From an optimization exercise on the open Yosys and OpenROAD flow, aimed at small area, a short achievable clock period and few clock cycles per item; shortcuts taken in it are not production practice.
Only simulation tests tie the RTL to the original design; equivalence was not proved.
Power is estimated from default activity; no workload was simulated.

## job 104
==> flow/design.v (excerpt) <==
module frc_enc (
    input  wire        clk,
    input  wire        rst,
    input  wire [4:0]  cfg_depth,    
    input  wire [2:0]  cfg_ratio,    
    input  wire [1:0]  cfg_ph,       
    input  wire [1:0]  cfg_pv,       
    input  wire        in_valid,
    output wire        in_ready,
    input  wire [15:0] in_data,
    output wire        out_valid,
    input  wire        out_ready,
    output wire [31:0] out_data,
    output wire        out_last
);
    localparam M_LOAD = 2'd0;
    localparam M_EVAL = 2'd1;
    localparam M_EMIT = 2'd2;
    localparam M_SAFE = 2'd3;
    localparam P_IDLE  = 2'd0;
    localparam P_CODES = 2'd1;
    localparam P_PAD   = 2'd2;
    reg  [4:0]  depth;
    reg  [2:0]  ratio;
    reg  [1:0]  ph_lg, pv_lg;
    reg  [10:0] bt;
    always @(*) begin
        case ({depth, ratio})
            8'd64: bt = {6'd16, 5'd3};
            8'd65: bt = {6'd10, 5'd2};
            8'd66: bt = {6'd8, 5'd1};
            8'd67: bt = {6'd6, 5'd1};
            8'd68: bt = {6'd5, 5'd1};
            8'd69: bt = {6'd4, 5'd0};
            8'd70: bt = {6'd4, 5'd0};
            8'd71: bt = {6'd4, 5'd0};
            8'd72: bt = {6'd18, 5'd4};
            8'd73: bt = {6'd12, 5'd2};
            8'd74: bt = {6'd9, 5'd2};
            8'd75: bt = {6'd7, 5'd1};
            8'd76: bt = {6'd6, 5'd1};
            8'd77: bt = {6'd4, 5'd0};
            8'd78: bt = {6'd4, 5'd0};
            8'd79: bt = {6'd4, 5'd0};
            8'd80: bt = {6'd20, 5'd4};
            8'd81: bt = {6'd13, 5'd3};
            8'd82: bt = {6'd10, 5'd2};
            8'd83: bt = {6'd8, 5'd1};
            8'd84: bt = {6'd6, 5'd1};
            8'd85: bt = {6'd5, 5'd1};
            8'd86: bt = {6'd5, 5'd1};
  ...
make LEC_CHECK=0 CAP_MARGIN=20 CORE_MARGIN=2 CORE_UTILIZATION=40 PLACE_DENSITY=0.6 SLEW_MARGIN=20 finish   # period 25.0 ns
run.sh (not shown) runs the stock make flow with config.mk's settings and CLKGATE_MAP_FILE= SYNTH_SCRIPT=/design/flow/synth_recipe.tcl, a recipe that flattens the netlist after the stock synthesis.
Testbench counts of job 104, summed over its fixed seeds: cycles 156,949, blocks 320.
The inputs of job 101 differ from those of job 104 as listed below.
diff --git a/flow/design.v b/flow/design.v
--- a/flow/design.v
+++ b/flow/design.v
@@ -157,65 +157,52 @@
     always @(posedge clk) begin
         hv0 <= {hv0[143:0], rec0};
         hv1 <= {hv1[143:0], rec1};
         hv2 <= {hv2[143:0], rec2};
         hv3 <= {hv3[143:0], rec3};
     end
     function [15:0] hsel(input [159:0] hv, input [3:0] k);
         hsel = hv[k * 16 +: 16];
     endfunction
     wire [3:0]  ph_oh = 4'd1 << ph_lg;
     reg  [3:0]  as0, as1, as2, as3;         
-    reg  [3:0]  as0h, as1h, as2h, as3h;
-    reg  [3:0]  cs1, cs1h;                  
-    reg  [7:0]  cs2, cs3, cs2h, cs3h;       
-    reg         bs2, bs3, bs2h, bs3h;       
+    reg  [3:0]  cs1;                        
+    reg  [7:0]  cs2, cs3;                   
+    reg         bs2, bs3;                   
     reg  [1:0]  pha0, pha1, pha2, pha3;
     reg  [1:0]  pv2, pv3;
     reg  [4:0]  dep1, dep2, dep3;
     always @(posedge clk) begin
         as0 <= ph_oh; as1 <= as0; as2 <= as1; as3 <= as2;
-        as0h <= as0; as1h <= as1; as2h <= as2; as3h <= as3;
-        cs1 <= ph_oh; cs1h <= cs1;
+        cs1 <= ph_oh;
         cs2 <= (pv_lg == 2'd0) ? {4'd0, ph_oh} : {ph_oh, 4'd0};
-        cs3 <= cs2; cs2h <= cs2; cs3h <= cs3;
-        bs2 <= (pv_lg == 2'd0); bs3 <= bs2; bs2h <= bs2; bs3h <= bs3;
+        cs3 <= cs2;
+        bs2 <= (pv_lg == 2'd0); bs3 <= bs2;
         pha0 <= ph_lg; pha1 <= pha0; pha2 <= pha1; pha3 <= pha2;
         pv2 <= pv_lg; pv3 <= pv2;
         dep1 <= depth; dep2 <= dep1; dep3 <= dep2;
     end
     function [15:0] hpick4(input [159:0] hv, input [3:0] s, input [3:0] base);
         hpick4 = ({16{s[0]}} & hv[(base + 0) * 16 +: 16]) | ({16{s[1]}} & hv[(base + 1) * 16 +: 16])
                | ({16{s[2]}} & hv[(base + 3) * 16 +: 16]) | ({16{s[3]}} & hv[(base + 7) * 16 +: 16]);
     endfunction
-    function [15:0] hpick(input [159:0] hv, input [3:0] sl, input [3:0] sh, input [3:0] base);
-        reg [15:0] lo, hi;
-        begin
-            lo = hpick4(hv, sl, base);
-            hi = hpick4(hv, sh, base);
-            hpick = {hi[15:8], lo[7:0]};
-        end
-    endfunction
-    function [15:0] bpick(input [15:0] u, input [15:0] v, input sl, input sh);
-        bpick = {sh ? u[15:8] : v[15:8], sl ? u[7:0] : v[7:0]};
-    endfunction
-    wire [15:0] a0 = hpick(hv0, as0, as0h, 4'd0);
-    wire [15:0] a1 = hpick(hv1, as1, as1h, 4'd0);
-    wire [15:0] a2 = hpick(hv2, as2, as2h, 4'd0);
-    wire [15:0] a3 = hpick(hv3, as3, as3h, 4'd0);
+    wire [15:0] a0 = hpick4(hv0, as0, 4'd0);
+    wire [15:0] a1 = hpick4(hv1, as1, 4'd0);
+    wire [15:0] a2 = hpick4(hv2, as2, 4'd0);
+    wire [15:0] a3 = hpick4(hv3, as3, 4'd0);
     wire [15:0] b1 = hv0[15:0];
-    wire [15:0] c1 = hpick(hv0, cs1, cs1h, 4'd1);
-    wire [15:0] b2 = bpick(hv1[15:0], hv0[31:16], bs2, bs2h);
-    wire [15:0] c2 = hpick(hv1, cs2[3:0], cs2h[3:0], 4'd1) | hpick(hv0, cs2[7:4], cs2h[7:4], 4'd2);
-    wire [15:0] b3 = bpick(hv2[15:0], hv1[31:16], bs3, bs3h);
-    wire [15:0] c3 = hpick(hv2, cs3[3:0], cs3h[3:0], 4'd1) | hpick(hv1, cs3[7:4], cs3h[7:4], 4'd2);
+    wire [15:0] c1 = hpick4(hv0, cs1, 4'd1);
+    wire [15:0] b2 = bs2 ? hv1[15:0] : hv0[31:16];
+    wire [15:0] c2 = hpick4(hv1, cs2[3:0], 4'd1) | hpick4(hv0, cs2[7:4], 4'd2);
+    wire [15:0] b3 = bs3 ? hv2[15:0] : hv1[31:16];
+    wire [15:0] c3 = hpick4(hv2, cs3[3:0], 4'd1) | hpick4(hv1, cs3[7:4], 4'd2);
     wire [4:0]  col0 = cph;
     wire [4:0]  col1 = cph - 5'd1;
     wire [4:0]  col2 = cph - 5'd2;
     wire [4:0]  col3 = cph - 5'd3;
     wire        lf0 = (col0 >> pha0) == 5'd0;
     wire        lf1 = (col1 >> pha1) == 5'd0;
     wire        lf2 = (col2 >> pha2) == 5'd0;
     wire        lf3 = (col3 >> pha3) == 5'd0;
     wire        tp1 = (pv_lg != 2'd0);
     wire        tp2 = pv2[1];
     wire        tp3 = pv3[1];
[summary]
- Job 101 completed end to end with timing, DRC and antenna clean.
- In job 101 relative to job 104, number of nets in the finished design had gone up slightly.
- Compared with job 104, job 101 shows all-layer global routing usage lower by 0.15 points.
- Non-clock buffer instance count of the final layout went up by a few percent going from job 104 to job 101.
- Clock skew was lower in the run labelled job 104.
- ~same post-CTS clock slew at the launch and capture registers of the worst setup and hold paths in job 101 and job 104
- Diff job 101 and job 104: combinational power share lower in job 104
- Job 101 improves on job 104 in time the worst path needs with I/O delays and setup.
- [compare] base=job 104 new=job 101: share of the clock period used by the worst path -2.4 points; transition time of the tightest slew-check pin fell by 0.073 ns.
- Setup TNS after final layout came out exactly the same in job 101 and job 104.
- Compared with job 104, job 101 shows die area that has gone up slightly.
- Looking at via count of the first global-routing pass, job 101 sits 0.99% above job 104.
Testbench counts of job 101, summed over its fixed seeds: cycles 156,949, blocks 320.

[re-timing with driven ports]
How much do the figures lean on ideal ports? The routed layouts below were timed once more, with nothing changed but the port constraints. Step 1, drivers: a clkbuf_16 drives clk and a buf_2 each remaining input, both assumed. Step 2, shift: input delay + t, output delay - t, t = (earliest + latest rising clock arrival at the registers) / 2. This alone moves slack from input paths to output paths. Three values: ideal, step 1, step 2; two values: the first two.
run	t, ns	slack for setup (ns)	worst hold slack (ns)	worst setup path after step 2	worst slew at a driven data input, ns
job 104	1.026	17.329 / 17.329 / 17.329	0.268 / 0.268 / 0.268	register to register	0.15
job 101	1.038	17.930 / 17.822 / 17.556	0.283 / 0.283 / 0.283	input to register	0.04
After both steps setup and hold are still met in every run listed. For job 101, which loses most, drivers alone change the setup slack by -0.108 ns; drivers and shift together by -0.374 ns.
